What follows belongs to an exercise in optimizing a design on an open flow for small area, a short achievable clock period and few clock cycles per item; a production flow would make more cautious choices. In this exercise RTL edits were held to simulation tests only and were not proved equivalent to the original.

## flow/design.v (module list and top-level ports; edited modules follow where they fit)
// module winnow_key: 1942 lines
module winnow_key (
    input  wire        clk,
    input  wire        rst,
    input  wire        req_valid,
    output wire        req_ready,
    input  wire [31:0] req_period,
    input  wire [9:0]  req_n_inst,
    input  wire [15:0] req_i_pred,
    input  wire        req_pol,
    input  wire [15:0] req_p_sw,
    input  wire [7:0]  req_k_th,
    input  wire [7:0]  req_th_code,
    input  wire        cell_valid,
    output wire        cell_ready,
    input  wire        cell_last,
    input  wire [15:0] cell_vcap,
    input  wire [18:0] cell_tau,
    input  wire [23:0] cell_cgain,
    input  wire [7:0]  cell_temp,
    input  wire        cell_ins,
    input  wire [9:0]  cell_pos,
    output reg         out_valid,
    output reg         out_last,
    output reg  [33:0] out_ck
);
  // ...
==> flow/flow/run.sh <==
#!/bin/bash
set -euo pipefail
here=$(pwd)
bash standard.sh "BUFFER_PORTS_ARGS=-buffer_cell sky130_fd_sc_hd__buf_4" \
    "POST_GLOBAL_PLACE_TCL=$here/flow/input_buffers.tcl" finish > flow_make.log 2>&1
==> flow/flow/input_buffers.tcl <==
# After global placement: the standard flow has buffered every port with
# sky130_fd_sc_hd__buf_4 (BUFFER_PORTS_ARGS in run.sh); the inputs have timing
# slack, so their buffers are made sky130_fd_sc_hd__buf_1. The output buffers,
# which drive the output load, stay buf_4.
set n 0
foreach inst [get_cells input*] {
  if { [get_property $inst ref_name] == "sky130_fd_sc_hd__buf_4" } {
    replace_cell $inst sky130_fd_sc_hd__buf_1
    incr n
  }
}
puts "input port buffers made sky130_fd_sc_hd__buf_1: $n"
==> flow/standard.sh <==
#!/bin/bash
# synth_recipe.tcl (not shown) runs the flow's synth.tcl, then flattens the netlist and writes it again
# the make line also repeats each setting of config.mk as NAME=value (left out here)
make -C /OpenROAD-flow-scripts/flow DESIGN_CONFIG=/design/flow/config.mk WORK_HOME=/design/flow/orfs CLKGATE_MAP_FILE= SYNTH_SCRIPT=/design/flow/synth_recipe.tcl "${@:-finish}"
==> flow/config.mk <==
export PLATFORM = sky130hd
export DESIGN_NAME = winnow_key
export DESIGN_NICKNAME = winnow_key
export VERILOG_FILES = /design/flow/design.v
export SDC_FILE = /design/flow/constraint.sdc
export NUM_CORES = 4
export LEC_CHECK = 0
export ABC_AREA = 1
export CAP_MARGIN = 20
export CORE_MARGIN = 2
export CORE_UTILIZATION = 40
export CTS_CLUSTER_DIAMETER = 100
export CTS_CLUSTER_SIZE = 24
export SLEW_MARGIN = 20
==> flow/constraint.sdc <==
create_clock -name core_clock -period 25.0 [get_ports {clk}]
set_input_delay 5.0000 -clock core_clock [delete_from_list [all_inputs] [get_ports {clk}]]
set_output_delay 5.0000 -clock core_clock [all_outputs]
set_load 0.01 [all_outputs]
==> flow_metrics.env, run 1 <==
export IMPL_grt_overflow_total=0
export IMPL_required_ns=20.00
export IMPL_fin_crit_sh_pct=24.8
export IMPL_cts_sinks=411
export IMPL_largest_register_ffs=43
export IMPL_setup_viol=0
export IMPL_post_dp_cell_area_um2=46800
export IMPL_slowest_delay_ns=0.38
export IMPL_clock_latency_ns=0.66
export IMPL_dpl_worst_slack_ns=19.03
export IMPL_clk_share_pct=2.18
export IMPL_outcome="finished clean"
export IMPL_sh_seq_area_pct=18.6
export IMPL_buf_share_pct=2.60
export IMPL_chipHeight_um=339
export IMPL_cts_tree="yes"
export IMPL_netlist_area_um2=44800
export IMPL_cts_setup_buffers=0
export IMPL_synth_simple_gate_area_share_pct=7.85
export IMPL_drv_cap=0
export IMPL_numCtsBuffers=28
export IMPL_cts_reportedPaths_clkPinSlew_ns=0.10
export IMPL_arrival_ns=1.19
export IMPL_path_depth=1
export IMPL_rr_worst_depth=19
export IMPL_taps=1488
export IMPL_synthArstFlopShare_pct=0
export IMPL_cts_path_max_buffers=3
export IMPL_post_synth_top_area_fraction_pct=22.2
export IMPL_wl_met3_um=6930
export IMPL_syn_nets=6326
export IMPL_grt_pass1_vias=34700
export IMPL_end_kind="output port"
export IMPL_n_fill_cell=11300
export IMPL_dp_hpwl_um=95100
export IMPL_crit_path_start_kind="register"
export IMPL_crit_buf_inv=1
export IMPL_synthCells=5313
Testbench counts, summed over its fixed seeds: cycles 12,040, items 11,512.
==> run 2: changes to the inputs <==
--- a/flow/design.v
+++ b/flow/design.v
@@ -63,51 +63,37 @@
         for (bi = 0; bi < 8; bi = bi + 1) begin
             ipb = {req_i_pred[2 * bi + 1], req_i_pred[2 * bi], (bi == 0) ? 1'b0 : req_i_pred[2 * bi - 1]};
             ip_one[bi] = ipb[1] ^ ipb[0];
             ip_two[bi] = (ipb[2] & ~ipb[1] & ~ipb[0]) | (~ipb[2] & ipb[1] & ipb[0]);
             ip_neg[bi] = ipb[2] & ~(ipb[1] & ipb[0]);
         end
     end
     reg        a_v, a_last;
+    wire req_rdy_nx  = rst || (!req_fire && ((a_v && a_last) || !req_nld));
+    wire cell_rdy_on = (req_fire && READY_AT == 0) || (mod_run && mcnt + 6'd1 == READY_AT);
+    wire cell_rdy_nx = !rst && !(cell_fire && cell_last) && (cell_rdy_on || !cell_nrdy);
     always @(posedge clk) begin
+        req_ready_r  <= req_rdy_nx;
+        req_nld      <= !req_rdy_nx;
+        cell_ready_r <= cell_rdy_nx;
+        cell_nrdy    <= !cell_rdy_nx;
         if (rst) begin
-            req_ready_r  <= 1'b1;
-            req_nld      <= 1'b0;
-            cell_ready_r <= 1'b0;
-            cell_nrdy    <= 1'b1;
             mod_run      <= 1'b0;
             mcnt         <= 6'd0;
         end else begin
             if (req_fire) begin
-                req_ready_r <= 1'b0;
-                req_nld     <= 1'b1;
                 mod_run     <= 1'b1;
                 mcnt        <= 6'd0;
-                if (READY_AT == 0) begin
-                    cell_ready_r <= 1'b1;
-                    cell_nrdy    <= 1'b0;
-                end
-            end else if (a_v && a_last) begin
-                req_ready_r <= 1'b1;
-                req_nld     <= 1'b0;
             end
             if (mod_run) begin
                 mcnt <= mcnt + 6'd1;
-                if (mcnt + 6'd1 == READY_AT) begin
-                    cell_ready_r <= 1'b1;
-                    cell_nrdy    <= 1'b0;
-                end
                 if (mcnt + 6'd1 == MOD_CYC)
                     mod_run <= 1'b0;
             end
-            if (cell_fire && cell_last) begin
-                cell_ready_r <= 1'b0;
-                cell_nrdy    <= 1'b1;
-            end
         end
     end
     always @(posedge clk) begin
         if (!req_nld) begin
             r_one     <= ip_one;
             r_two     <= ip_two;
             r_neg     <= ip_neg;
             r_ip_sign <= req_i_pred[15];
==> run 2 against run 1 <==
Still clean. Fmax increased by 1.2%. Non-clock buffer count up 4. Synthesized cell count grew 0.19%. Wire length rose by 2.4%. Via count up 0.60%. Cell area hardly changed. Critical endpoint is now out_ck[1].
==> flow_metrics.env, run 2 <==
export IMPL_ys_seq_area_share_pct=19.9
export IMPL_fin_crit_sh_pct=24.5
export IMPL_finalCriticalPeriod_ns=6.12
export IMPL_met2_usage_pct=34.1
export IMPL_arrival_ns=1.12
export IMPL_path_delay_family="flip-flops"
export IMPL_synth_warnings=2
export IMPL_design_area_um2=47800
export IMPL_min_from="s0_last"
export IMPL_cts_sinks=411
export IMPL_wl_per_cell_um=17.7
export IMPL_final_common_cell="inv_1"
export IMPL_final_util_pct=43.1
export IMPL_drtIter0Drc=2679
export IMPL_cts_tree="yes"
export IMPL_dr_total_vias=35100
export IMPL_synth_ff_type="dfxtp_1"
export IMPL_synth_most_common_cell="inv_1"
export IMPL_rows=122
export IMPL_synth_edf_count=68
export IMPL_rr_worst_depth=21
export IMPL_met1_usage_pct=29.4
export IMPL_cts_path_max_buffers=3
export IMPL_ant_nets=0
export IMPL_grt_max_degree=59
export IMPL_cts_setup_buffers=0
export IMPL_cts_root_buf="clkbuf_16"
export IMPL_drv_cap=0
export IMPL_crit_path_start_kind="register"
export IMPL_critPathMaxFanout=1
export IMPL_outcome="finished clean"
export IMPL_cp_slowest_cell="dfxtp_1"
export IMPL_end_kind="output port"
export IMPL_worstReg2RegEnd="a_t[42]"
export IMPL_cts_reportedPaths_clkPinSlew_ns=0.10
export IMPL_worstSetupPathType="register to output port"
export IMPL_syn_avg_cell_area_um2=8.41
export IMPL_coreArea_um2=111000
export IMPL_fp_dieW_um=338
export IMPL_rsz0062_at_grt="no"
export IMPL_hold_path_class="register to register"
export IMPL_antenna_found_initial=2
export IMPL_tightest_slew_ns=0.958
export IMPL_fin_skew_ns=0.0267
export IMPL_netlist_area_um2=44700
export IMPL_start_util_pct=40.4
export IMPL_grt_pass1_wl_um=195000
export IMPL_holdPathEnd="a_last"
export IMPL_post_synth_top_area_fraction_pct=22.2
export IMPL_numCtsBuffers=28
export IMPL_top_regs="a_t (43), out_ck (34), r_per (32)"
export IMPL_slowest_delay_ns=0.34
export IMPL_firstDrtPassIters=6
export IMPL_required_ns=20.00
export IMPL_diodes=0
export IMPL_setup_viol=0
export IMPL_clock_latency_ns=0.66
export IMPL_chipHeight_um=338
export IMPL_htree_levels=1
export IMPL_gr_usage_all_layers_pct=21.0
export IMPL_final_cell_mix="inv_1 (1113), xnor2_1 (606), o22ai_1 (563)"
export IMPL_ctsHoldBuffers=0
export IMPL_max_freq_mhz=164
export IMPL_area_growth_pct=6.83
export IMPL_finalSetupTns_ns=0
export IMPL_crit_buf_inv=1
export IMPL_hold_ws_ns=0.326
export IMPL_ys_ff_latch=411
export IMPL_hold_viol=0
export IMPL_r2r_start="s0_tone[0]"
export IMPL_layout_drive_gt1_share_pct=3.59
export IMPL_synthCells=5323
export IMPL_synth_top_cell_by_area="fa_1"
export IMPL_slew_headroom_pct=35.5
export IMPL_gr_usage_met3_pct=3.07
export IMPL_synth_commonest_cells="inv_1 (1113), xnor2_1 (606), o22ai_1 (563), nand2_1 (517), fa_1 (497)"
export IMPL_synth_cell_types=58
export IMPL_worstHoldPathCells=0
export IMPL_die_area_um2=115000
export IMPL_nets=6337
export IMPL_post_dp_cell_area_um2=46800
export IMPL_slew_viol_final=0
export IMPL_post_cts_resized=0
export IMPL_largest_register="a_t"
export IMPL_ff2ff_setup_slack_ns=18.92
export IMPL_drt_wl_total_um=121000
export IMPL_numPortBuffers=211
export IMPL_io_pins=212
export IMPL_syn_nets=6336
export IMPL_dp_hpwl_um=96800
export IMPL_drc_errors=0
export IMPL_yosys_top_cells_area="fa_1 (22%), dfxtp_1 (15%), xnor2_1 (12%), ha_1 (9.6%), inv_1 (9.3%)"
export IMPL_largest_register_ffs=43
export IMPL_path_cells="buf_4"
export IMPL_grt_most_used_layer="met2"
export IMPL_grt_overflow_total=0
export IMPL_routed_via_density=5.14
export IMPL_synthArstFlopShare_pct=0
export IMPL_grt_pass1_vias=35400
run 2: cell count changes in the layout (fill, tap and decap cells not counted), sizes merged, moves of 5 or more:
cell	previous run	this run
nand3	72	83
a21o	5	10
o21a	8	14
a21oi	248	226
o21bai	20	13
o21ai	140	151
nor3	16	22
inv	1152	1137
nor2	192	198
run 2: final cells by class:
cell class | instances | area [um^2]
Multi-Input combinational cell | 3477 | 30400
Sequential cell | 411 | 8910
Clock buffer | 36 | 741
Fill cell | 11400 | 63000
Clock inverter | 16 | 273
Inverter | 1150 | 4320
Tap cell | 1488 | 1860
Timing Repair Buffer | 256 | 1270
run 2: cells by family after synthesis:
group | count (synthesis) | share of synthesized area, %
XOR/XNOR | 726 | 14.2
AND/OR/NAND/NOR | 869 | 8.01
flip-flops | 411 | 19.9
buffers and inverters | 1435 | 12.1
AO/OA/AOI/OAI | 1043 | 14.0
adder cells (fa/ha/maj) | 839 | 31.8
run 2: metal layers:
layer  part of all wire (%)  up-vias
met4                    2.6        2
met5                 0.0091        -
li1                       -    17100
met3                    6.6      160
met2                     45     1171
met1                     46    16700
run 2: worst max-delay path by stage:
stage,start,end,depth (start not counted)
4_1_cts,out_ck[0],out_ck[0],1
2_1_floorplan,s0_tneg[1],a_t[42],23
3_3_place_gp,req_i_pred[7],r_two[3],5
6_report,out_ck[1],out_ck[1],1
3_5_place_dp,s0_tone[0],a_t[42],21
5_1_grt,s0_tone[0],a_t[42],21
run 2: metrics by stage:
step | setup WS [ns] | std cells
2_1_floorplan | 19.30 | 5323
3_3_place_gp | 19.05 | 6782
3_5_place_dp | 18.99 | 6782
4_1_cts | 18.82 | 6834
5_1_grt | 18.48 | 6834
6_report | 18.88 | 6834
Testbench counts of run 2, summed over its fixed seeds: cycles 12,040, items 11,512.
==> run 3: changes to the inputs <==
--- a/flow/config.mk
+++ b/flow/config.mk
@@ -9,6 +9,4 @@
 export CAP_MARGIN = 20
 export CORE_MARGIN = 2
 export CORE_UTILIZATION = 40
-export CTS_CLUSTER_DIAMETER = 100
-export CTS_CLUSTER_SIZE = 24
 export SLEW_MARGIN = 20
==> run 3 against run 2 <==
Wire length increased by 0.66%. Cell count increased by 0.57%. Worst hold slack lost 0.0020 ns. First-iteration DRC count increased by 5.5%. Largest cell class unchanged. Register-to-register slack barely moved. Worst setup slack better by 0.018 ns. Cell area rose by 1.4%. Sequential cell count did not move. Clock skew increased by 0.015 ns. Clock-buffer cell count up 25.
==> flow_metrics.env, run 3 <==
export IMPL_final_util_pct=43.8
export IMPL_place_inst=6782
export IMPL_layout_drive_gt1_share_pct=4.27
export IMPL_cts_setup_buffers=0
export IMPL_synth_edf_count=68
export IMPL_outcome="finished clean"
export IMPL_critPathMaxFanout=1
export IMPL_dp_hpwl_um=96800
export IMPL_met1_usage_pct=29.4
export IMPL_path_delay_family="flip-flops"
export IMPL_synth_commonest_cells="inv_1 (1113), xnor2_1 (606), o22ai_1 (563), nand2_1 (517), fa_1 (497)"
export IMPL_clock_latency_ns=0.66
export IMPL_setup_viol=0
export IMPL_final_cell_mix="inv_1 (1113), xnor2_1 (606), o22ai_1 (563)"
export IMPL_slew_headroom_pct=33.4
export IMPL_grt_most_used_layer="met2"
export IMPL_drc_errors=0
export IMPL_post_cts_resized=0
export IMPL_cts_tree="yes"
export IMPL_worstSetupPathType="register to output port"
export IMPL_numCtsBuffers=49
export IMPL_cp_slowest_cell="dfxtp_1"
export IMPL_htree_levels=2
export IMPL_hold_viol=0
export IMPL_cts_path_max_buffers=3
export IMPL_synth_ff_type="dfxtp_1"
export IMPL_synthCells=5323
export IMPL_ys_ff_latch=411
export IMPL_crit_path_start_kind="register"
export IMPL_coreArea_um2=111000
export IMPL_slew_viol_final=0
export IMPL_synth_cell_types=58
export IMPL_hold_path_class="register to register"
export IMPL_gr_usage_all_layers_pct=21.2
export IMPL_cts_reportedPaths_clkPinSlew_ns=0.06
export IMPL_fin_crit_sh_pct=24.4
export IMPL_synth_top_cell_by_area="fa_1"
export IMPL_end_kind="output port"
export IMPL_grt_pass1_vias=35700
export IMPL_tightest_slew_ns=0.988
export IMPL_nets=6358
export IMPL_met2_usage_pct=34.1
export IMPL_ctsHoldBuffers=0
export IMPL_synth_most_common_cell="inv_1"
export IMPL_cts_root_buf="clkbuf_16"
export IMPL_rows=122
export IMPL_finalCriticalPeriod_ns=6.10
export IMPL_grt_overflow_total=0
export IMPL_path_cells="buf_4"
export IMPL_syn_nets=6336
export IMPL_chipHeight_um=338
export IMPL_ys_seq_area_share_pct=19.9
export IMPL_arrival_ns=1.10
export IMPL_fin_skew_ns=0.0418
export IMPL_hold_ws_ns=0.324
export IMPL_largest_register_ffs=43
export IMPL_setup_ws_ns=18.90
export IMPL_drtIter0Drc=2826
export IMPL_area_growth_pct=8.37
export IMPL_post_synth_top_area_fraction_pct=22.2
export IMPL_dpl_worst_slack_ns=18.99
export IMPL_grt_max_degree=59
export IMPL_numPortBuffers=211
export IMPL_dr_total_vias=35300
export IMPL_io_pins=212
export IMPL_gr_usage_met3_pct=3.61
export IMPL_stdcell_count=6873
export IMPL_grt_pass1_wl_um=197000
export IMPL_max_freq_mhz=164
export IMPL_final_common_cell="inv_1"
export IMPL_routed_via_density=5.14
export IMPL_antenna_found_initial=2
export IMPL_post_dp_cell_area_um2=46800
export IMPL_fp_dieW_um=338
export IMPL_drt_wl_total_um=122000
export IMPL_rsz0062_at_grt="no"
export IMPL_yosys_top_cells_area="fa_1 (22%), dfxtp_1 (15%), xnor2_1 (12%), ha_1 (9.6%), inv_1 (9.3%)"
export IMPL_slowest_delay_ns=0.33
export IMPL_required_ns=20.00
export IMPL_top_regs="a_t (43), out_ck (34), r_per (32)"
export IMPL_largest_register="a_t"
export IMPL_die_area_um2=115000
export IMPL_synthArstFlopShare_pct=0
export IMPL_diodes=0
export IMPL_firstDrtPassIters=6
export IMPL_wl_per_cell_um=17.7
export IMPL_start_util_pct=40.4
export IMPL_ant_nets=0
export IMPL_cts_sinks=411
export IMPL_synth_warnings=2
export IMPL_finalSetupTns_ns=0
export IMPL_netlist_area_um2=44700
export IMPL_drv_cap=0
export IMPL_design_area_um2=48500
export IMPL_crit_buf_inv=1
export IMPL_syn_avg_cell_area_um2=8.41
[run 3: cell counts after synthesis]
Identical to the previous run, type by type.
[run 3: cell families after synthesis]
group	synth area share, %
and+or+nand+nor	8.01
AOI/OAI and AO/OA	14.0
buffers and inverters	12.1
DFF	19.9
xor gates and xnor gates	14.2
adders and majority gates	31.8
[run 3: final cells by class]
type,count,area [um^2]
inverters,1150,4320
clock inverters,30,314
multi-input cells,3477,30400
fillers,11400,62300
flip-flops and latches,411,8910
well taps,1488,1860
repair buffers,256,1270
clock buffers,61,1390
[run 3: final timing paths]
check | cells past startpoint | slack (ns) | start | endpoint
max | 1 | 18.90 | out_ck[1] | out_ck[1]
min | 0 | 0.32 | a_pos[5] | b_pos[5]
max reg2reg | 21 | 18.91 | s0_tone[0] | a_t[42]
min reg2reg | 0 | 0.32 | a_pos[5] | b_pos[5]
[run 3: per-layer routing]
metal	vias up	wire length, um
met5	-	13
li1	17100	-
met3	190	8530
met1	16800	55300
met2	1198	54600
met4	2	3270
==> run 4: changes to the inputs <==
--- a/flow/config.mk
+++ b/flow/config.mk
@@ -9,4 +9,6 @@
 export CAP_MARGIN = 20
 export CORE_MARGIN = 2
 export CORE_UTILIZATION = 40
+export CTS_CLUSTER_DIAMETER = 80
+export CTS_CLUSTER_SIZE = 32
 export SLEW_MARGIN = 20
==> run 4 against run 3 <==
Critical path depth stayed put. Global-route usage is 0.26 points lower. Worst setup slack worse by 0.044 ns. Fmax is 0.72% lower. Core utilization is 0.47 points lower. Register-to-register slack hardly changed. First-iteration DRC count is 6.9% lower. Wire length is 0.88% lower. Sequential cell count stayed put. Clock skew is 0.0046 ns lower.
==> flow_metrics.env, run 4 <==
export IMPL_htree_levels=1
export IMPL_top_regs="a_t (43), out_ck (34), r_per (32)"
export IMPL_cts_root_buf="clkbuf_16"
export IMPL_cp_endpoint="out_ck[1]"
export IMPL_antenna_found_initial=2
export IMPL_firstDrtPassIters=6
export IMPL_stdcell_count=6838
export IMPL_diodes=0
export IMPL_wl_per_cell_um=17.6
export IMPL_end_kind="output port"
export IMPL_max_freq_mhz=163
export IMPL_critPathMaxFanout=1
export IMPL_hold_path_class="register to register"
export IMPL_path_cells="buf_4"
export IMPL_n_fill_cell=11400
export IMPL_largest_register_ffs=43
export IMPL_drt_wl_total_um=121000
export IMPL_final_util_pct=43.3
export IMPL_largest_register="a_t"
export IMPL_synthCells=5323
export IMPL_numCtsBuffers=30
export IMPL_multi_input_comb_area_um2=30400
export IMPL_final_cell_mix="inv_1 (1113), xnor2_1 (606), o22ai_1 (563)"
export IMPL_grt_pass1_wl_um=195000
export IMPL_drtIter0Drc=2631
export IMPL_crit_buf_inv=1
export IMPL_synth_warnings=2
export IMPL_cp_slowest_cell="dfxtp_1"
export IMPL_arrival_ns=1.14
export IMPL_ys_seq_area_share_pct=19.9
export IMPL_grt_overflow_total=0
export IMPL_die_area_um2=115000
export IMPL_area_growth_pct=7.21
export IMPL_setup_ws_ns=18.86
export IMPL_syn_avg_cell_area_um2=8.41
export IMPL_rsz0062_at_grt="no"
export IMPL_rows=122
export IMPL_cts_setup_buffers=0
export IMPL_drv_cap=0
export IMPL_synth_cell_types=58
export IMPL_post_synth_top_area_fraction_pct=22.2
export IMPL_hold_viol=0
export IMPL_crit_path_start_kind="register"
export IMPL_ys_ff_latch=411
export IMPL_start_util_pct=40.4
export IMPL_fin_crit_sh_pct=24.6
export IMPL_coreArea_um2=111000
export IMPL_slew_viol_final=0
export IMPL_place_inst=6782
export IMPL_drc_errors=0
export IMPL_rr_worst_depth=21
export IMPL_path_depth=1
export IMPL_r2r_start="s0_tone[0]"
export IMPL_fin_skew_ns=0.0372
export IMPL_outcome="finished clean"
export IMPL_path_delay_family="flip-flops"
export IMPL_synthArstFlopShare_pct=0
export IMPL_finalSetupTns_ns=0
export IMPL_netlist_area_um2=44700
export IMPL_cts_sinks=411
export IMPL_io_pins=212
export IMPL_seqCellArea_um2=8910
export IMPL_tightest_slew_ns=0.966
export IMPL_setup_viol=0
export IMPL_fp_dieW_um=338
export IMPL_synth_top_cell_by_area="fa_1"
export IMPL_dpl_worst_slack_ns=18.99
export IMPL_ant_nets=0
export IMPL_final_common_cell="inv_1"
export IMPL_slowest_delay_ns=0.34
export IMPL_clock_latency_ns=0.67
export IMPL_gr_usage_all_layers_pct=21.0
export IMPL_hold_ws_ns=0.332
export IMPL_crit_start="out_ck[1]"
export IMPL_grt_max_degree=59
export IMPL_cts_tree="yes"
export IMPL_numPortBuffers=211
export IMPL_nets=6339
export IMPL_yosys_top_cells_area="fa_1 (22%), dfxtp_1 (15%), xnor2_1 (12%), ha_1 (9.6%), inv_1 (9.3%)"
export IMPL_grt_pass1_vias=35400
export IMPL_dp_hpwl_um=96800
export IMPL_syn_nets=6336
export IMPL_synth_ff_type="dfxtp_1"
export IMPL_post_cts_resized=0
export IMPL_chipHeight_um=338
export IMPL_synth_edf_count=68
export IMPL_worstReg2RegEnd="a_t[42]"
export IMPL_cts_path_max_buffers=3
export IMPL_cts_reportedPaths_clkPinSlew_ns=0.10
export IMPL_dr_total_vias=35200
export IMPL_slew_headroom_pct=34.9
export IMPL_ctsHoldBuffers=0
export IMPL_worstSetupPathType="register to output port"
export IMPL_routed_via_density=5.15
export IMPL_synth_commonest_cells="inv_1 (1113), xnor2_1 (606), o22ai_1 (563), nand2_1 (517), fa_1 (497)"
export IMPL_layout_drive_gt1_share_pct=3.79
export IMPL_synth_most_common_cell="inv_1"
export IMPL_finalCriticalPeriod_ns=6.14
export IMPL_required_ns=20.00
export IMPL_ff2ff_setup_slack_ns=18.91
==> run 4: cell type report <==
| cell class | instances | share of cell area, % |
|---|---|---|
| Clock buffer | 31 | 1.59 |
| Sequential cell | 411 | 18.6 |
| Clock inverter | 25 | 0.871 |
| Multi-Input combinational cell | 3477 | 63.4 |
| Inverter | 1150 | 9.00 |
| Tap cell | 1488 | 3.88 |
| Timing Repair Buffer | 256 | 2.65 |
==> run 4: worst min-delay path by stage <==
stage,from,end,cells past startpoint
finish,s0_vcap[1],a_vcap[1],0
global route,s0_vcap[6],a_vcap[6],0
CTS,s0_vcap[1],a_vcap[1],0
detailed placement,s0_pos[0],a_pos[0],0
global placement,s0_last,a_last,0
floorplan,s0_ins,a_ins,0
==> run 4: kinds of logic (layout without fill, tap and decap cells) <==
family	Yosys count	after routing	share of synthesized area [%]
adders and majority gates	839	839	31.8
xor gates and xnor gates	726	726	14.2
buffers and inverters	1435	1462	12.1
DFF	411	411	19.9
and+or+nand+nor	869	869	8.01
AOI/OAI and AO/OA	1043	1043	14.0
==> run 4: stage by stage <==
stage / area (um^2)
floorplan: 44700
CTS: 48000
global placement: 47400
finish: 48000
global route: 48000
detailed placement: 46800
==> run 4: per-layer routing <==
layer  vias to the layer above  track usage [%]  wire [um]
met1                     16800             29.4      55000
li1                      17100                -          -
met5                         -                0         13
met2                      1172             33.8      54100
met4                         2             5.42       3410
met3                       176             3.06       8050
==> run 5: changes to the inputs <==
--- a/flow/config.mk
+++ b/flow/config.mk
@@ -8,7 +8,7 @@
 export ABC_AREA = 1
 export CAP_MARGIN = 20
 export CORE_MARGIN = 2
-export CORE_UTILIZATION = 40
-export CTS_CLUSTER_DIAMETER = 80
-export CTS_CLUSTER_SIZE = 32
+export CORE_UTILIZATION = 70
+export CTS_CLUSTER_DIAMETER = 100
+export CTS_CLUSTER_SIZE = 24
 export SLEW_MARGIN = 20
==> run 5 against run 4 <==
Cell area decreased by 2.3%. Sequential cell count unchanged. Global-route usage increased by 13 points. Wire length decreased by 6.1%. Clock skew decreased by 0.0045 ns. Worst setup slack improved by 0.010 ns. Synthesized area unchanged. Sequential share of layout area increased by 0.44 points. Via count increased by 1.3%.
==> flow_metrics.env, run 5 <==
export IMPL_outcome="finished clean"
export IMPL_end_kind="register"
export IMPL_grt_max_degree=69
export IMPL_syn_nets=6336
export IMPL_numCtsBuffers=26
export IMPL_r2r_start="s0_tone[0]"
export IMPL_synth_top_cell_by_area="fa_1"
export IMPL_post_cts_resized=0
export IMPL_rsz0062_at_grt="no"
export IMPL_dr_total_vias=35600
export IMPL_holdPathEnd="a_vcap[0]"
export IMPL_grt_pass1_vias=35200
export IMPL_finalSetupTns_ns=0
export IMPL_netlist_area_um2=44700
export IMPL_ff2ff_setup_slack_ns=18.87
export IMPL_coreArea_um2=63200
export IMPL_crit_buf_inv=5
export IMPL_hold_path_class="register to register"
export IMPL_drc_errors=0
export IMPL_synthArstFlopShare_pct=0
export IMPL_cts_setup_buffers=0
export IMPL_htree_levels=1
export IMPL_routed_via_density=5.76
export IMPL_ctsHoldBuffers=0
export IMPL_post_synth_top_area_fraction_pct=22.2
export IMPL_hold_ws_ns=0.328
export IMPL_crit_path_start_kind="register"
export IMPL_io_pins=212
export IMPL_final_cell_mix="inv_1 (1113), xnor2_1 (606), o22ai_1 (563)"
export IMPL_rr_worst_depth=21
export IMPL_finalCriticalPeriod_ns=6.13
export IMPL_cts_reportedPaths_clkPinSlew_ns=0.09
export IMPL_stdcell_count=6182
export IMPL_yosys_top_cells_area="fa_1 (22%), dfxtp_1 (15%), xnor2_1 (12%), ha_1 (9.6%), inv_1 (9.3%)"
export IMPL_fp_dieW_um=257
export IMPL_dp_hpwl_um=90500
export IMPL_ant_nets=0
export IMPL_drtIter0Drc=3073
export IMPL_gr_usage_all_layers_pct=34.2
export IMPL_fin_skew_ns=0.0327
export IMPL_worstReg2RegEnd="a_t[42]"
export IMPL_drv_cap=0
export IMPL_numPortBuffers=211
export IMPL_antenna_found_initial=1
export IMPL_drt_wl_total_um=113000
export IMPL_grt_overflow_total=0
export IMPL_die_area_um2=66000
export IMPL_min_from="s0_vcap[0]"
export IMPL_syn_avg_cell_area_um2=8.41
export IMPL_top_regs="a_t (43), out_ck (34), r_per (32)"
export IMPL_slowest_delay_ns=0.57
export IMPL_setup_viol=0
export IMPL_start_util_pct=70.8
export IMPL_arrival_ns=6.62
export IMPL_cpMostUsedCell="fa_1"
export IMPL_place_inst=6135
export IMPL_hold_viol=0
export IMPL_largest_register_ffs=43
export IMPL_final_common_cell="inv_1"
export IMPL_rows=92
export IMPL_cts_path_max_buffers=3
export IMPL_required_ns=25.49
export IMPL_synth_most_common_cell="inv_1"
export IMPL_synth_edf_count=68
export IMPL_synthCells=5323
export IMPL_synth_warnings=2
export IMPL_clock_latency_ns=0.62
export IMPL_fin_crit_sh_pct=24.5
export IMPL_firstDrtPassIters=6
export IMPL_slew_viol_final=0
export IMPL_path_cells="clkinv_1 > o22ai_1 > inv_1 > fa_1 > inv_1 > fa_1 > fa_1 > inv_1 > fa_1 > inv_1 > fa_1 > ha_1 > nand2_1 > nor4_1 > and3_1 > a21oi_1 > o21ai_1 > nand3_1 > o211ai_1 > a31oi_1 > xor2_1"
export IMPL_worstHoldPathCells=0
export IMPL_largest_register="a_t"
export IMPL_wl_per_cell_um=18.3
export IMPL_max_freq_mhz=163
export IMPL_ys_ff_latch=411
export IMPL_area_growth_pct=4.71
export IMPL_slew_headroom_pct=30.8
export IMPL_cts_sinks=411
export IMPL_path_delay_family="adder cells"
export IMPL_cts_tree="yes"
export IMPL_nets=6330
export IMPL_cp_slowest_cell="fa_1"
export IMPL_critPathMaxFanout=26
export IMPL_synth_commonest_cells="inv_1 (1113), xnor2_1 (606), o22ai_1 (563), nand2_1 (517), fa_1 (497)"
export IMPL_design_area_um2=46900
export IMPL_ys_seq_area_share_pct=19.9
export IMPL_cts_root_buf="clkbuf_16"
export IMPL_synth_ff_type="dfxtp_1"
export IMPL_post_dp_cell_area_um2=46000
export IMPL_tightest_slew_ns=1.03
export IMPL_grt_pass1_wl_um=182000
export IMPL_synth_cell_types=58
export IMPL_worstSetupPathType="register to register"
export IMPL_layout_drive_gt1_share_pct=3.39
export IMPL_chipHeight_um=257
run 5: cell counts after synthesis:
No cell type changed its count.
run 5: layout make-up:
cell class	instances	area [um^2]
inverters	1150	4320
clock buffers	36	741
clock inverters	10	164
repair buffers	251	1230
fillers	5043	16300
diodes	1	2.50
flip-flops and latches	411	8910
multi-input cells	3477	30400
well taps	846	1060
run 5: worst max path at each step:
stage | start | end | slack, ns | depth (start not counted)
final | s0_tone[0] | a_t[42] | 18.87 | 21
after CTS | cell_ready_r | cell_ready | 18.88 | 1
after detailed placement | rst | cell_ready_r | 18.91 | 4
after floorplan | s0_tneg[1] | a_t[42] | 19.30 | 23
after global placement | req_valid | mcnt[2] | 18.99 | 6
after global routing | s0_ttwo[0] | a_t[42] | 18.58 | 21
run 5: through the flow:
stage	setup WS [ns]	utilization, %
after floorplan	19.30	-
after global placement	18.99	73.7
after detailed placement	18.91	72.7
after CTS	18.88	74.1
after global routing	18.58	74.1
final	18.87	74.1
run 5: logic make-up after synthesis:
| group | after synthesis | synth area share, % |
|---|---|---|
| AO/OA/AOI/OAI | 1043 | 14.0 |
| XOR/XNOR | 726 | 14.2 |
| adder cells (fa/ha/maj) | 839 | 31.8 |
| buffers and inverters | 1435 | 12.1 |
| flip-flops | 411 | 19.9 |
| AND/OR/NAND/NOR | 869 | 8.01 |
run 5: worst reg2reg max path, cell delays in order, from the launching register on:
cell and delay, ns:
dfxtp_1 0.33, clkinv_1 0.53, o22ai_1 0.38, inv_1 0.10, fa_1 0.54, inv_1 0.06, fa_1 0.40, fa_1 0.57
inv_1 0.06, fa_1 0.47, inv_1 0.05, fa_1 0.45, ha_1 0.38, nand2_1 0.14, nor4_1 0.44, and3_1 0.22
a21oi_1 0.14, o21ai_1 0.24, nand3_1 0.10, o211ai_1 0.13, a31oi_1 0.14, xor2_1 0.16
run 5: per-layer routing:
layer	vias to the layer above	part of all wire [%]	track usage, %
li1	17000	-	-
met3	283	8.7	5.71
met5	-	0	0
met1	16800	42	46.2
met4	0	4.6	14.3
met2	1569	45	54.8
==> run 6: changes to the inputs <==
--- a/flow/config.mk
+++ b/flow/config.mk
@@ -8,7 +8,7 @@
 export ABC_AREA = 1
 export CAP_MARGIN = 20
 export CORE_MARGIN = 2
-export CORE_UTILIZATION = 70
+export CORE_UTILIZATION = 55
 export CTS_CLUSTER_DIAMETER = 100
 export CTS_CLUSTER_SIZE = 24
 export SLEW_MARGIN = 20
==> run 6 against run 5 <==
Critical path type is now register to output port. Critical path depth is 20 lower. Synthesized area is the same. Register-to-register slack better by 0.15 ns. Critical endpoint is now req_ready. Still clean on timing, DRC and antenna. Synthesized cell count is the same. Cell count is 3.6% higher. Sequential cell count is the same. Cell area increased by 0.69%.
==> flow_metrics.env, run 6 <==
export IMPL_largest_register="a_t"
export IMPL_synthArstFlopShare_pct=0
export IMPL_cts_setup_buffers=0
export IMPL_dp_hpwl_um=96800
export IMPL_stdcell_count=6404
export IMPL_min_from="a_pos[7]"
export IMPL_gr_usage_all_layers_pct=28.9
export IMPL_synthCells=5323
export IMPL_synth_commonest_cells="inv_1 (1113), xnor2_1 (606), o22ai_1 (563), nand2_1 (517), fa_1 (497)"
export IMPL_finalCriticalPeriod_ns=6.13
export IMPL_post_cts_resized=0
export IMPL_synthMuxAreaShare_pct=0
export IMPL_slew_viol_final=0
export IMPL_numCtsBuffers=27
export IMPL_syn_nets=6336
export IMPL_synth_warnings=2
export IMPL_slew_headroom_pct=22.0
export IMPL_max_freq_mhz=163
export IMPL_ant_nets=0
export IMPL_coreArea_um2=80500
export IMPL_nets=6336
export IMPL_path_delay_family="flip-flops"
export IMPL_numPortBuffers=211
export IMPL_tightest_slew_ns=1.17
export IMPL_area_growth_pct=5.44
export IMPL_place_inst=6354
export IMPL_cts_root_buf="clkbuf_16"
export IMPL_synth_fa_ha_area_share_pct=31.8
export IMPL_grt_pass1_vias=35200
export IMPL_drtIter0Drc=2345
export IMPL_synth_cell_types=58
export IMPL_rows=104
export IMPL_synth_ff_type="dfxtp_1"
export IMPL_grt_max_degree=70
export IMPL_wl_per_cell_um=18.7
export IMPL_slowest_delay_ns=0.36
export IMPL_chipHeight_um=289
export IMPL_critPathMaxFanout=1
export IMPL_hold_viol=0
export IMPL_final_common_cell="inv_1"
export IMPL_fin_crit_sh_pct=24.5
export IMPL_arrival_ns=1.13
export IMPL_synth_edf_count=68
export IMPL_outcome="finished clean"
export IMPL_htree_levels=1
export IMPL_die_area_um2=83700
export IMPL_ys_seq_area_share_pct=19.9
export IMPL_final_util_pct=58.6
export IMPL_crit_path_start_kind="register"
export IMPL_fin_skew_ns=0.0374
export IMPL_worstSetupPathType="register to output port"
export IMPL_crit_start="req_ready_r"
export IMPL_start_util_pct=55.6
export IMPL_synth_xor_area_share_pct=14.2
export IMPL_synth_top_cell_by_area="fa_1"
export IMPL_drt_wl_total_um=120000
export IMPL_setup_ws_ns=18.87
export IMPL_cp_slowest_cell="dfxtp_1"
export IMPL_ctsHoldBuffers=0
export IMPL_grt_pass1_wl_um=191000
export IMPL_cts_sinks=411
export IMPL_required_ns=20.00
export IMPL_syn_avg_cell_area_um2=8.41
export IMPL_setup_viol=0
export IMPL_synth_most_common_cell="inv_1"
export IMPL_drv_cap=0
export IMPL_drc_errors=0
export IMPL_cts_path_max_buffers=3
export IMPL_dpl_worst_slack_ns=18.90
export IMPL_synth_simple_gate_area_share_pct=8.01
export IMPL_routed_via_density=5.45
export IMPL_top_regs="a_t (43), out_ck (34), r_per (32)"
export IMPL_clock_latency_ns=0.65
export IMPL_path_depth=1
export IMPL_worstHoldPathCells=0
export IMPL_synth_top_family_by_area="adder cells"
export IMPL_crit_buf_inv=1
export IMPL_cts_tree="yes"
export IMPL_path_cells="buf_4"
export IMPL_finalSetupTns_ns=0
export IMPL_layout_drive_gt1_share_pct=3.52
export IMPL_cts_reportedPaths_clkPinSlew_ns=0.10
export IMPL_hold_path_class="register to register"
export IMPL_firstDrtPassIters=6
export IMPL_io_pins=212
export IMPL_synth_compound_area_share_pct=14.0
export IMPL_yosys_top_cells_area="fa_1 (22%), dfxtp_1 (15%), xnor2_1 (12%), ha_1 (9.6%), inv_1 (9.3%)"
export IMPL_post_synth_top_area_fraction_pct=22.2
export IMPL_netlist_area_um2=44700
export IMPL_antenna_found_initial=7
export IMPL_rsz0062_at_grt="no"
export IMPL_end_kind="output port"
export IMPL_final_cell_mix="inv_1 (1113), xnor2_1 (606), o22ai_1 (563)"
export IMPL_largest_register_ffs=43
export IMPL_r2r_start="s0_tone[1]"
export IMPL_dr_total_vias=34900
export IMPL_rr_worst_depth=21
export IMPL_ys_ff_latch=411
export IMPL_n_fill_cell=7647
export IMPL_fp_dieW_um=289
export IMPL_grt_overflow_total=0
run 6: cell counts after synthesis:
Identical to the previous run, type by type.
run 6: path summary, 6_finish.rpt:
check	end	slack [ns]
setup / recovery	req_ready	18.87
hold / removal	b_pos[7]	0.31
setup reg to reg	a_t[42]	19.02
hold reg to reg	b_pos[7]	0.31
run 6: area by class of cell:
type	instances	area (um^2)	share of cell area, %
Multi-Input combinational cell	3477	30400	64.5
Clock buffer	34	712	1.51
Tap cell	1060	1330	2.81
Antenna cell	2	5.00	0.0106
Inverter	1150	4320	9.15
Clock inverter	14	209	0.443
Sequential cell	411	8910	18.9
Timing Repair Buffer	256	1270	2.70
run 6: metrics by stage:
step | cell area (um^2) | hold slack [ns]
after floorplan | 44700 | 0.310
after global placement | 46900 | 0.310
after detailed placement | 46300 | 0.312
after CTS | 47200 | 0.311
after global routing | 47200 | 0.309
final | 47200 | 0.309
run 6: routing by layer:
layer	GRT usage (%)	part of all wire, %	vias to the layer above	routed length [um]
met3	4.26	6.6	231	7970
met1	39.5	44	16600	52900
met2	46.8	45	1117	54400
met5	0.966	0.094	-	113
met4	9.90	3.8	2	4540
li1	-	-	17000	-
run 6: cells by family after synthesis:
family,Yosys count
fa+ha+maj,839
simple gates,869
flops,411
buf+inv,1435
xor+xnor,726
compound gates,1043
==> run 7: changes to the inputs <==
==> flow/flow/run.sh (replaced) <==
#!/bin/bash
set -euo pipefail
here=$(pwd)
bash standard.sh "BUFFER_PORTS_ARGS=-buffer_cell sky130_fd_sc_hd__buf_4" \
    "POST_GLOBAL_PLACE_TCL=$here/flow/input_buffers.tcl" \
    "CTS_ARGS=-repair_clock_nets" finish > flow_make.log 2>&1
==> run 7 against run 6 <==
Synthesized area unchanged. Die area unchanged. Via count increased by 0.31%. Sequential cell count did not move. Critical endpoint unchanged. Wire length grew 0.47%. Critical path depth stayed put. Non-clock buffer count did not move. Core utilization up 0.54 points. Register-to-register slack about the same. Fmax increased by 0.13%.
==> flow_metrics.env, run 7 <==
export IMPL_grt_pass1_vias=35500
export IMPL_crit_path_start_kind="register"
export IMPL_dp_hpwl_um=96800
export IMPL_numPortBuffers=211
export IMPL_min_from="a_pos[9]"
export IMPL_post_cts_resized=0
export IMPL_syn_nets=6336
export IMPL_cts_setup_buffers=0
export IMPL_clock_latency_ns=0.65
export IMPL_critPathMaxFanout=1
export IMPL_worstSetupPathType="register to output port"
export IMPL_chipHeight_um=289
export IMPL_fin_crit_sh_pct=24.5
export IMPL_holdPathEnd="b_pos[9]"
export IMPL_netlist_area_um2=44700
export IMPL_grt_pass1_wl_um=192000
export IMPL_wl_per_cell_um=18.8
export IMPL_rows=104
export IMPL_fin_skew_ns=0.0284
export IMPL_cts_sinks=411
export IMPL_ff2ff_setup_slack_ns=19.01
export IMPL_cp_slowest_cell="dfxtp_1"
export IMPL_hold_ws_ns=0.305
export IMPL_dr_total_vias=35000
export IMPL_max_freq_mhz=163
export IMPL_synth_cell_types=58
export IMPL_syn_avg_cell_area_um2=8.41
export IMPL_dpl_worst_slack_ns=18.90
export IMPL_hold_viol=0
export IMPL_slew_headroom_pct=20.6
export IMPL_start_util_pct=55.6
export IMPL_htree_levels=5
export IMPL_drc_errors=0
export IMPL_worstHoldPathCells=0
export IMPL_die_area_um2=83700
export IMPL_largest_register="a_t"
export IMPL_r2r_start="s0_tone[1]"
export IMPL_top_regs="a_t (43), out_ck (34), r_per (32)"
export IMPL_arrival_ns=1.13
export IMPL_stdcell_count=6420
export IMPL_synthCells=5323
export IMPL_slew_viol_final=0
export IMPL_synthArstFlopShare_pct=0
export IMPL_antenna_found_initial=5
export IMPL_final_cell_mix="inv_1 (1113), xnor2_1 (606), o22ai_1 (563)"
export IMPL_cts_tree="yes"
export IMPL_slowest_delay_ns=0.35
export IMPL_cts_reportedPaths_clkPinSlew_ns=0.08
export IMPL_io_pins=212
export IMPL_ctsHoldBuffers=0
export IMPL_largest_register_ffs=43
export IMPL_crit_buf_inv=1
export IMPL_drv_cap=0
export IMPL_rsz0062_at_grt="no"
export IMPL_finalSetupTns_ns=0
export IMPL_ys_ff_latch=411
export IMPL_tightest_slew_ns=1.19
export IMPL_coreArea_um2=80500
export IMPL_place_inst=6354
export IMPL_ant_nets=0
export IMPL_worstReg2RegEnd="a_t[42]"
export IMPL_path_cells="buf_4"
export IMPL_post_synth_top_area_fraction_pct=22.2
export IMPL_synth_top_cell_by_area="fa_1"
export IMPL_gr_usage_all_layers_pct=29.3
export IMPL_end_kind="output port"
export IMPL_synth_ff_type="dfxtp_1"
export IMPL_ys_seq_area_share_pct=19.9
export IMPL_rr_worst_depth=19
export IMPL_required_ns=20.00
export IMPL_grt_overflow_total=0
export IMPL_synth_most_common_cell="inv_1"
export IMPL_synth_commonest_cells="inv_1 (1113), xnor2_1 (606), o22ai_1 (563), nand2_1 (517), fa_1 (497)"
export IMPL_setup_viol=0
export IMPL_yosys_top_cells_area="fa_1 (22%), dfxtp_1 (15%), xnor2_1 (12%), ha_1 (9.6%), inv_1 (9.3%)"
export IMPL_drt_wl_total_um=121000
export IMPL_final_common_cell="inv_1"
export IMPL_setup_ws_ns=18.87
export IMPL_area_growth_pct=6.40
export IMPL_firstDrtPassIters=6
export IMPL_synth_warnings=2
export IMPL_cts_root_buf="clkbuf_16"
export IMPL_numCtsBuffers=49
export IMPL_layout_drive_gt1_share_pct=3.84
export IMPL_routed_via_density=5.46
export IMPL_finalCriticalPeriod_ns=6.13
export IMPL_drtIter0Drc=2279
export IMPL_hold_path_class="register to register"
export IMPL_fp_dieW_um=289
export IMPL_outcome="finished clean"
export IMPL_path_delay_family="flip-flops"
export IMPL_synth_edf_count=68
export IMPL_grt_max_degree=70
export IMPL_cts_path_max_buffers=3
export IMPL_nets=6358
[run 7: metal layers]
layer	up-vias	share of wire [%]	GRT usage, %
li1	17100	-	-
met1	16600	44	39.5
met2	1115	46	47.4
met3	219	6.6	5.09
met4	2	3.5	10.7
met5	-	0.095	0.966
[run 7: worst reg2reg max path, stage by stage, from the launching register on]
cell      delay [ns]
dfxtp_1         0.31
clkinv_1        0.60
o22ai_1         0.48
fa_1            0.51
fa_1            0.45
fa_1            0.55
inv_1           0.05
fa_1            0.47
inv_1           0.05
fa_1            0.45
ha_1            0.38
nand2_1         0.15
nor4_1          0.35
and3_1          0.21
a21oi_1         0.12
o21ai_1         0.23
nand3_1         0.10
o211ai_1        0.13
a31oi_1         0.14
xor2_1          0.17
[run 7: cell families after synthesis]
group           count (synthesis)  share of synthesized area [%]
fa+ha+maj                     839                           31.8
flops                         411                           19.9
buf+inv                      1435                           12.1
compound gates               1043                           14.0
simple gates                  869                           8.01
xor+xnor                      726                           14.2
[run 7: final cells by class]
cell class	count	area (um^2)
timing repair buffer	256	1270
inverter	1150	4320
tap	1060	1330
sequential	411	8910
fill	7588	32900
clock buffer	54	1250
antenna	1	2.50
multi-input combinational	3477	30400
clock inverter	11	101
[run 7: worst max path at each step]
stage | startpoint | endpoint | slack [ns] | cells after the start
after CTS | req_ready_r | req_ready | 18.81 | 1
after global placement | s0_tone[1] | a_t[42] | 19.14 | 21
after global routing | s0_tone[1] | a_t[42] | 18.70 | 19
after floorplan | s0_tneg[1] | a_t[42] | 19.30 | 23
final | req_ready_r | req_ready | 18.87 | 1
after detailed placement | req_valid | mcnt[3] | 18.90 | 6
[run 7: stage by stage]
stage	cell area, um^2	utilization [%]
after floorplan	44700	-
after global placement	46900	58.2
after detailed placement	46300	57.4
after CTS	47600	59.1
after global routing	47600	59.1
final	47600	59.1
==> run 8: changes to the inputs <==
==> flow/flow/run.sh (replaced) <==
#!/bin/bash
set -euo pipefail
here=$(pwd)
bash standard.sh "BUFFER_PORTS_ARGS=-buffer_cell sky130_fd_sc_hd__buf_4" \
    "POST_GLOBAL_PLACE_TCL=$here/flow/input_buffers.tcl" \
    "CTS_ARGS=-sink_clustering_enable -repair_clock_nets -sink_clustering_size 24 -sink_clustering_max_diameter 100 -sink_clustering_levels 1" finish > flow_make.log 2>&1
==> run 8 against run 7 <==
Sequential cell count is the same. Non-clock buffer count is the same. Global-route usage shrank 0.45 points. Critical path depth is the same. Clock skew grew 0.0090 ns. Worst setup slack lost 0.0080 ns. Wire length shrank 0.47%. Cell count shrank 0.25%. Synthesized cell count is the same. First-iteration DRC count grew 2.9%.
==> flow_metrics.env, run 8 <==
export IMPL_syn_avg_cell_area_um2=8.41
export IMPL_drt_wl_total_um=120000
export IMPL_path_cells="buf_4"
export IMPL_finalSetupTns_ns=0
export IMPL_ys_seq_area_share_pct=19.9
export IMPL_synthCells=5323
export IMPL_io_pins=212
export IMPL_routed_via_density=5.45
export IMPL_numCtsBuffers=27
export IMPL_worstHoldPathCells=0
export IMPL_ff2ff_setup_slack_ns=19.02
export IMPL_drv_cap=0
export IMPL_setup_viol=0
export IMPL_cts_path_max_buffers=3
export IMPL_fin_skew_ns=0.0374
export IMPL_path_delay_family="flip-flops"
export IMPL_slew_headroom_pct=22.0
export IMPL_synth_ff_type="dfxtp_1"
export IMPL_post_cts_resized=0
export IMPL_synthArstFlopShare_pct=0
export IMPL_cts_setup_buffers=0
export IMPL_slew_viol_final=0
export IMPL_grt_max_degree=70
export IMPL_hold_path_class="register to register"
export IMPL_tightest_slew_ns=1.17
export IMPL_arrival_ns=1.13
export IMPL_r2r_start="s0_tone[1]"
export IMPL_ctsHoldBuffers=0
export IMPL_cts_sinks=411
export IMPL_fp_dieW_um=289
export IMPL_htree_levels=1
export IMPL_cts_root_buf="clkbuf_16"
export IMPL_antenna_found_initial=7
export IMPL_critPathMaxFanout=1
export IMPL_wl_met3_um=7970
export IMPL_stdcell_count=6404
export IMPL_synth_most_common_cell="inv_1"
export IMPL_top_regs="a_t (43), out_ck (34), r_per (32)"
export IMPL_slowest_delay_ns=0.36
export IMPL_netlist_area_um2=44700
export IMPL_hold_ws_ns=0.309
export IMPL_cts_tree="yes"
export IMPL_synth_cell_types=58
export IMPL_final_cell_mix="inv_1 (1113), xnor2_1 (606), o22ai_1 (563)"
export IMPL_dr_wl_met2_um=54400
export IMPL_ys_ff_latch=411
export IMPL_crit_path_start_kind="register"
export IMPL_place_inst=6354
export IMPL_final_common_cell="inv_1"
export IMPL_outcome="finished clean"
export IMPL_min_from="a_pos[7]"
export IMPL_die_area_um2=83700
export IMPL_cp_slowest_cell="dfxtp_1"
export IMPL_chipHeight_um=289
export IMPL_cts_reportedPaths_clkPinSlew_ns=0.10
export IMPL_worstReg2RegEnd="a_t[42]"
export IMPL_coreArea_um2=80500
export IMPL_drc_errors=0
export IMPL_hold_viol=0
export IMPL_synth_warnings=2
export IMPL_holdPathEnd="b_pos[7]"
export IMPL_gr_usage_all_layers_pct=28.9
export IMPL_required_ns=20.00
export IMPL_grt_pass1_vias=35200
export IMPL_synth_top_cell_by_area="fa_1"
export IMPL_dp_hpwl_um=96800
export IMPL_nets=6336
export IMPL_end_kind="output port"
export IMPL_dr_total_vias=34900
export IMPL_ant_nets=0
export IMPL_synth_commonest_cells="inv_1 (1113), xnor2_1 (606), o22ai_1 (563), nand2_1 (517), fa_1 (497)"
export IMPL_rows=104
export IMPL_firstDrtPassIters=6
export IMPL_syn_nets=6336
export IMPL_start_util_pct=55.6
export IMPL_largest_register_ffs=43
export IMPL_post_synth_top_area_fraction_pct=22.2
export IMPL_clock_latency_ns=0.65
export IMPL_wl_per_cell_um=18.7
export IMPL_drtIter0Drc=2345
export IMPL_layout_drive_gt1_share_pct=3.52
export IMPL_yosys_top_cells_area="fa_1 (22%), dfxtp_1 (15%), xnor2_1 (12%), ha_1 (9.6%), inv_1 (9.3%)"
export IMPL_grt_pass1_wl_um=191000
export IMPL_numPortBuffers=211
export IMPL_max_freq_mhz=163
export IMPL_largest_register="a_t"
export IMPL_top_layer="met5"
export IMPL_crit_buf_inv=1
export IMPL_n_fill_cell=7647
export IMPL_finalCriticalPeriod_ns=6.13
export IMPL_fin_crit_sh_pct=24.5
export IMPL_grt_overflow_total=0
export IMPL_area_growth_pct=5.44
export IMPL_rr_worst_depth=21
export IMPL_synth_edf_count=68
export IMPL_worstSetupPathType="register to output port"
export IMPL_wl_met1_um=52900
export IMPL_rsz0062_at_grt="no"
[run 8: per-layer routing]
layer,track usage [%],vias to the layer above
met5,0.966,-
met4,9.90,2
met3,4.26,231
met2,46.8,1117
met1,39.5,16600
li1,-,17000
[run 8: cells by family after synthesis]
| kind of cell | count (synthesis) | share of synthesized area (%) |
|---|---|---|
| buffers and inverters | 1435 | 12.1 |
| adder cells (fa/ha/maj) | 839 | 31.8 |
| XOR/XNOR | 726 | 14.2 |
| AND/OR/NAND/NOR | 869 | 8.01 |
| flip-flops | 411 | 19.9 |
| AO/OA/AOI/OAI | 1043 | 14.0 |
[run 8: how the worst max path moves through the flow]
stage                 from   endpoint  slack (ns)  cells after the start
2_1_floorplan   s0_tneg[1]    a_t[42]       19.30                     23
3_3_place_gp    s0_tone[1]    a_t[42]       19.14                     21
3_5_place_dp     req_valid    mcnt[3]       18.90                      6
4_1_cts        req_ready_r  req_ready       18.78                      1
5_1_grt         s0_tone[1]    a_t[42]       18.67                     19
6_report       req_ready_r  req_ready       18.87                      1
[run 8: area by class of cell]
| class | count | area, um^2 | area share [%] |
|---|---|---|---|
| well taps | 1060 | 1330 | 2.81 |
| diodes | 2 | 5.00 | 0.0106 |
| clock buffers | 34 | 712 | 1.51 |
| inverters | 1150 | 4320 | 9.15 |
| multi-input cells | 3477 | 30400 | 64.5 |
| flip-flops and latches | 411 | 8910 | 18.9 |
| clock inverters | 14 | 209 | 0.443 |
| repair buffers | 256 | 1270 | 2.70 |
[run 8: worst reg2reg max path, delay by kind of cell, from the launching register on]
family	cells	cell delay, ns
compound gates	5	1.00
xor+xnor	1	0.16
fa+ha+maj	6	2.73
buf+inv	5	0.85
flops	1	0.32
simple gates	4	0.79
[run 8: stage by stage]
stage	setup WS [ns]	cell area (um^2)	util, %
floorplan	19.30	44700	-
global placement	19.14	46900	58.2
detailed placement	18.90	46300	57.4
CTS	18.78	47200	58.6
global route	18.67	47200	58.6
finish	18.87	47200	58.6

==> re-timing with driven ports <==
In the flow no input, the clock included, has a driving cell. The finished layouts below were timed again as built, in two steps. Step 1 sets driving cells, clkbuf_16 on the clock port and buf_2 on the other inputs (assumed; they add their load-dependent delay and slew). Step 2 moves the port delays by t, midway between the first and last clock arrival at a register: inputs arrive t later, outputs are due t later. That takes back most of the time a late clock gives input paths. Three values: ideal ports, drivers, drivers and shift; two values: the first two.
| run | t, ns | slack for setup (ns) | worst setup path after step 2 | worst data-port slew with drivers (ns) |
|---|---|---|---|---|
| run 1 | 0.694 | 18.812 / 18.745 / 18.997 | input to register | 0.07 |
| run 2 | 0.710 | 18.884 / 18.817 / 18.921 | register to register | 0.07 |
| run 3 | 0.707 | 18.902 / 18.834 / 18.914 | register to register | 0.07 |
| run 4 | 0.725 | 18.858 / 18.791 / 18.906 | register to register | 0.06 |
| run 5 | 0.675 | 18.868 / 18.856 / 18.859 | input to register | 0.07 |
| run 6 | 0.697 | 18.866 / 18.798 / 18.979 | input to register | 0.17 |
| run 7 | 0.702 | 18.874 / 18.808 / 18.965 | input to register | 0.16 |
| run 8 | 0.697 | 18.866 / 18.798 / 18.979 | input to register | 0.17 |
After both steps every run listed still meets setup and hold. The setup slack of run 5, which loses most, moves by -0.012 ns with the drivers and by -0.009 ns with both steps.
